This is an optimization exercise on Yosys and OpenROAD, whose aim is small area, a short achievable clock period and few clock cycles, not a production implementation. Only simulation tests tie the RTL to the original design; equivalence was not proved.

== run A ==
Design kz_imgdigest, start of the top module:
module kz_imgdigest (
    input  wire         clk,
    input  wire         rst,         
    input  wire         in_valid,
    output wire         in_ready,
    input  wire [35:0]  in_w0,       
    input  wire [35:0]  in_w1,       
    input  wire         in_last,     
    output reg          out_valid,   
    output wire [255:0] digest       
);
    function [31:0] rotr(input [31:0] x, input integer n);
        rotr = (x >> n) | (x << (32 - n));
    endfunction
    function [31:0] bsig0(input [31:0] x);
        bsig0 = rotr(x, 2) ^ rotr(x, 13) ^ rotr(x, 22);
    endfunction
    function [31:0] bsig1(input [31:0] x);
        bsig1 = rotr(x, 6) ^ rotr(x, 11) ^ rotr(x, 25);
    endfunction
    function [31:0] ssig0(input [31:0] x);
        ssig0 = rotr(x, 7) ^ rotr(x, 18) ^ (x >> 3);
    endfunction
    function [31:0] ssig1(input [31:0] x);
        ssig1 = rotr(x, 17) ^ rotr(x, 19) ^ (x >> 10);
    endfunction
    function [63:0] csa(input [31:0] x, input [31:0] y, input [31:0] z);
        csa = {((x & y) | (x & z) | (y & z)) << 1, x ^ y ^ z};
    endfunction
    wire [5:0]  kidx;
    reg  [31:0] kt;
    always @* begin
        case (kidx)
            6'd0:  kt = 32'h428a2f98; 6'd1:  kt = 32'h71374491;
            6'd2:  kt = 32'hb5c0fbcf; 6'd3:  kt = 32'he9b5dba5;
            6'd4:  kt = 32'h3956c25b; 6'd5:  kt = 32'h59f111f1;
            6'd6:  kt = 32'h923f82a4; 6'd7:  kt = 32'hab1c5ed5;
            6'd8:  kt = 32'hd807aa98; 6'd9:  kt = 32'h12835b01;
  ...
For scale: ~330 I/O pins, about 69000 um2 of cells after synthesis.
clock: 10.0 ns
lec_check: 0
cap_margin: 20
core_margin: 2
core_utilization: 50
cts_buf_list: sky130_fd_sc_hd__clkbuf_16
cts_cluster_diameter: 70
cts_cluster_size: 20
slew_margin: 20
synth_hierarchical: 1
standard.sh (not shown) runs the stock make flow with config.mk's settings and CLKGATE_MAP_FILE= SYNTH_SCRIPT=/design/flow/synth_recipe.tcl, a recipe that flattens the netlist after the stock synthesis.
==> flow/flow/run.sh <==
#!/bin/bash
set -uo pipefail
bash standard.sh \
  "BUFFER_PORTS_ARGS=-buffer_cell sky130_fd_sc_hd__buf_2" \
  "CTS_ARGS=-sink_clustering_enable -repair_clock_nets -dont_use_dummy_load -sink_clustering_size 20 -sink_clustering_max_diameter 70 -buf_list sky130_fd_sc_hd__clkbuf_16" \
  SETUP_SLACK_MARGIN=5.8 \
  finish > standard_make.log 2>&1
The flow did not stop early for run A: all stages ran, and the layout cleared the timing, DRC and antenna checks.
Testbench counts of run A, summed over its fixed seeds: cycles 98,488.
> inputs changed (run A -> run B)
- CORE_UTILIZATION: 50 -> 60
- SETUP_SLACK_MARGIN: unset -> 5
- PLACE_DENSITY: unset -> 0.7
==> flow/run.sh (new file) <==
#!/bin/bash
# synth_recipe.tcl (not shown) runs the flow's synth.tcl, then flattens the netlist and writes it again
# the make line also repeats each setting of config.mk as NAME=value (left out here)
make -C /OpenROAD-flow-scripts/flow DESIGN_CONFIG=/design/flow/config.mk WORK_HOME=/design/flow/orfs CLKGATE_MAP_FILE= SYNTH_SCRIPT=/design/flow/synth_recipe.tcl finish
removed: flow/flow/run.sh
removed: flow/standard.sh
## What came out
Summary of the comparison: largest driver fanout on the critical path is higher in run B, relative to run A.
The final layout from run B, which completed every stage, passed the timing, DRC and antenna checks at the end of the flow.
Of run B and run A, run B shows the lower wire length of the first global-routing pass, with run A above it.
The total number of tap cells in run B sits 269 below the value recorded for run A.
Comparing run B and run A, the lower starting utilization of the core area is on run A.
Count of clock-buffer cells in the layout shrinks by a few percent when moving from run A to run B.
A layer with the highest usage after global routing of met1 is what run A shows, while met2 belongs to run B.
Run B against run A; cell count is down by a few percent.
Clock period minus final worst setup slack in run B is 0.44 ns higher than in run A
[compare] base=run A new=run B: setup slack went down 0.44 ns, buffer share of cell area lower.
> inputs changed (run B -> run C)
- swapping 60 for 50 in CORE_UTILIZATION
- clearing PLACE_DENSITY, which used to be 0.7
### Flow results
Run C: done, clean on timing, DRC and antenna
Against run B as the reference, run C delivers a higher critical path depth.
met2 track utilization from global routing ends up lower on run C.
Global-route usage: higher on run B

* * *

kz_imgdigest, a different RTL version from the one above (not shown whole).
For scale: about 6,400 cells after synthesis.
clock: 10.0 ns
lec_check: 0
cap_margin: 20
core_margin: 2
core_utilization: 60
place_density: 0.7
slew_margin: 20
synth_hierarchical: 1
==> flow/flow/run.sh <==
#!/bin/bash
set -uo pipefail
bash standard.sh \
  "BUFFER_PORTS_ARGS=-buffer_cell sky130_fd_sc_hd__buf_1" \
  "CTS_ARGS=-sink_clustering_enable -repair_clock_nets -dont_use_dummy_load -sink_clustering_size 24 -sink_clustering_max_diameter 80 -buf_list sky130_fd_sc_hd__clkbuf_16" \
  SETUP_SLACK_MARGIN=5.4 \
  finish > standard_make.log 2>&1
The baseline produced a clean layout.
Testbench counts at the start, summed over its fixed seeds: cycles 98,488.
==> next run, changes <==
--- a/flow/config.mk
+++ b/flow/config.mk
@@ -10,2 +10 @@
-export CORE_UTILIZATION = 60
-export PLACE_DENSITY = 0.7
+export CORE_UTILIZATION = 50
What happened: Cell count is higher by 4.5%. Design area climbs by about 1.1%. Worst hold slack degrades by 0.067 ns. Non-clock buffer count goes up by 13. Setup slack gains 0.087 ns. Core utilization goes down by 10 points. Die area went up by about 20%. First-iteration DRC count went down by about 18%.
==> next run, changes <==
--- a/flow/flow/run.sh
+++ b/flow/flow/run.sh
@@ -6 +6 @@
-  SETUP_SLACK_MARGIN=5.4 \
+  SETUP_SLACK_MARGIN=5.7 \
=> The new run finished with timing, DRC and antenna clean. Sequential cell count does not change. Wire length increases slightly. Sequential share of layout area drops by 1.1 points.
==> next run, changes <==
==> flow/flow/run.sh (replaced) <==
#!/bin/bash
set -uo pipefail
bash standard.sh \
  "BUFFER_PORTS_ARGS=-buffer_cell sky130_fd_sc_hd__buf_2" \
  "CTS_ARGS=-sink_clustering_enable -repair_clock_nets -dont_use_dummy_load -sink_clustering_size 20 -sink_clustering_max_diameter 70 -buf_list sky130_fd_sc_hd__clkbuf_16" \
  SETUP_SLACK_MARGIN=5.4 \
  finish > standard_make.log 2>&1
--- a/flow/config.mk
+++ b/flow/config.mk
@@ -10,0 +11,3 @@
+export CTS_BUF_LIST = sky130_fd_sc_hd__clkbuf_16
+export CTS_CLUSTER_DIAMETER = 70
+export CTS_CLUSTER_SIZE = 20
=> Via count went down by 1.9%; worst setup slack is worse by 0.034 ns; routed wire length went down by 1.2%.

* * *

run 1:
RTL: one of the versions met above, not the one the previous note started from.
Size in the first run: ~330 I/O pins.
Settings: LEC_CHECK=0, CAP_MARGIN=20, CORE_MARGIN=2, CORE_UTILIZATION=50, CTS_BUF_LIST=sky130_fd_sc_hd__clkbuf_16, CTS_CLUSTER_DIAMETER=70, CTS_CLUSTER_SIZE=20, SETUP_SLACK_MARGIN=5, SLEW_MARGIN=20, SYNTH_HIERARCHICAL=1; clock period 10.0 ns.
==> flow/flow/run.sh <==
#!/bin/bash
# The standard layout (standard.sh), with two changes to how it is made:
#  - the port buffers are buf_2 cells instead of the delay buffers that
#    buffer_ports picks on its own (every port still gets its buffer);
#  - clock tree synthesis without dummy loads (same clustering and buffer
#    list as config.mk).
# make's full output goes to standard_make.log; each ORFS step writes its
# own log under orfs/logs.
set -uo pipefail
bash standard.sh \
  "BUFFER_PORTS_ARGS=-buffer_cell sky130_fd_sc_hd__buf_2" \
  "CTS_ARGS=-sink_clustering_enable -repair_clock_nets -dont_use_dummy_load -sink_clustering_size 20 -sink_clustering_max_diameter 70 -buf_list sky130_fd_sc_hd__clkbuf_16" \
  finish > standard_make.log 2>&1
Testbench counts of run 1, summed over its fixed seeds: cycles 98,488.
Input changes introduced in run 2 (baseline for comparison: run 1):
Settings: clearing SETUP_SLACK_MARGIN, which used to be 5.
==> flow/flow/run.sh <==
#!/bin/bash
set -uo pipefail
bash standard.sh \
  "BUFFER_PORTS_ARGS=-buffer_cell sky130_fd_sc_hd__buf_2" \
  "CTS_ARGS=-sink_clustering_enable -repair_clock_nets -dont_use_dummy_load -sink_clustering_size 20 -sink_clustering_max_diameter 70 -buf_list sky130_fd_sc_hd__clkbuf_16" \
  SETUP_SLACK_MARGIN=5.4 \
  finish > standard_make.log 2>&1
==> run summary <==
Run 2 finished every stage and its layout cleared the timing, DRC and antenna checks. va[29] as the end of the critical path was reported by run 2, and vb[25] by run 1. Between run 1 and run 2, global routing usage summed across all routing layers is higher for run 2, run 1 comes in under that.
The inputs of run 3 differ from those of run 2 as listed below.
Settings: removing CTS_CLUSTER_SIZE (formerly 20); removing CTS_BUF_LIST (formerly sky130_fd_sc_hd__clkbuf_16); changing CORE_UTILIZATION from 50 to 40; setting SETUP_SLACK_MARGIN to 5 for the first time; removing CTS_CLUSTER_DIAMETER (formerly 70).
==> flow/run.sh (new file) <==
#!/bin/bash
# synth_recipe.tcl (not shown) runs the flow's synth.tcl, then flattens the netlist and writes it again
# the make line also repeats each setting of config.mk as NAME=value (left out here)
make -C /OpenROAD-flow-scripts/flow DESIGN_CONFIG=/design/flow/config.mk WORK_HOME=/design/flow/orfs CLKGATE_MAP_FILE= SYNTH_SCRIPT=/design/flow/synth_recipe.tcl finish
removed: flow/flow/run.sh
removed: flow/standard.sh
Results
Run 2 -> run 3: synthesized area delta 0, exact match. Delta (run 3 minus run 2): area occupied by multi-input gates -about 2.6%; post-layout minimum cycle time +0.42 ns; final estimated routing congestion in global placement +0.030. In run 3 relative to run 2, first-pass GRT wire length had gone down slightly. Average vias per placed instance in run 3 is about 7% below run 2. Run 2 -> run 3: height of the die increased by more than 10%. The higher part of the cycle the worst path needs came out of run 3.
## Diff of input files: run 4 against run 3
Settings: clearing SETUP_SLACK_MARGIN, which used to be 5; swapping 40 for 50 in CORE_UTILIZATION.
==> flow/flow/run.sh (new file) <==
#!/bin/bash
set -uo pipefail
bash standard.sh \
  "BUFFER_PORTS_ARGS=-buffer_cell sky130_fd_sc_hd__buf_1" \
  "CTS_ARGS=-sink_clustering_enable -repair_clock_nets -dont_use_dummy_load -sink_clustering_size 24 -sink_clustering_max_diameter 80 -buf_list sky130_fd_sc_hd__clkbuf_16" \
  SETUP_SLACK_MARGIN=5.4 \
  finish > standard_make.log 2>&1
==> flow/standard.sh (new file) <==
#!/bin/bash
# synth_recipe.tcl (not shown) runs the flow's synth.tcl, then flattens the netlist and writes it again
# the make line also repeats each setting of config.mk as NAME=value (left out here)
make -C /OpenROAD-flow-scripts/flow DESIGN_CONFIG=/design/flow/config.mk WORK_HOME=/design/flow/orfs CLKGATE_MAP_FILE= SYNTH_SCRIPT=/design/flow/synth_recipe.tcl "${@:-finish}"
removed: flow/run.sh
Findings:
Compared with run 3, in run 4 total non-filler cell area in the finished layout decreased 4.2%; combined flip-flop and latch cell area ~0 delta.
In run 4 the layout-stage area growth over the synthesis result turned out 4.9 points lower than in run 3.
NOTE: final worst-path cycle share in run 4 falls short of that of run 3
Compared with run 3, in run 4 fmax +9.4%; final wirelength +6.1 mm; cell depth of the worst setup path up 1; routed length on met2 went down by 470 um.

static timing again, ports no longer ideal:
No port has a modelled driver above. Below, the same layouts with a new extraction and two added sets of constraints. Step 1 sets driving cells, clkbuf_16 on the clock port and buf_2 on the other inputs (assumed; they add their load-dependent delay and slew). Step 2 times the ports against the registers' clock, not the clock port: input delays grow and output delays shrink by t, the midpoint of the rising clock arrivals with the driver on. a / b / c = no drivers / after step 1 / after step 2; a / b = the first two.
run | t (ns) | setup slack, ns | worst hold slack (ns) | worst setup path at the end | cell pins on the clock port's net
run A | 0.787 | 5.410 / 5.410 / 5.410 | 0.250 / 0.250 / 0.250 | register to register | 1
run B | 0.794 | 4.974 / 4.974 / 4.974 | 0.312 / 0.312 / 0.312 | register to register | 1
run C | 0.836 | 4.978 / 4.978 / 4.978 | 0.295 / 0.295 / 0.295 | register to register | 1
the first run of note 2 | 0.732 | 5.303 / 5.303 / 5.303 | 0.302 / 0.302 / 0.302 | register to register | 1
the second run of note 2 | 0.775 | 5.390 / 5.390 / 5.390 | 0.235 / 0.235 / 0.235 | register to register | 1
the third run of note 2 | 0.765 | 5.464 / 5.464 / 5.464 | 0.273 / 0.273 / 0.273 | register to register | 1
the fourth run of note 2 | 0.809 | 5.429 / 5.429 / 5.429 | 0.254 / 0.254 / 0.254 | register to register | 1
run 1 | 0.793 | 4.994 / 4.994 / 4.994 | 0.266 / 0.266 / 0.266 | register to register | 1
run 2 | 0.784 | 5.350 / 5.350 / 5.350 | 0.273 / 0.273 / 0.273 | register to register | 1
run 3 | 0.886 | 4.927 / 4.927 / 4.927 | 0.317 / 0.317 / 0.317 | register to register | 1
run 4 | 0.772 | 5.364 / 5.364 / 5.364 | 0.277 / 0.277 / 0.277 | register to register | 1
After both steps every run listed still meets setup and hold.
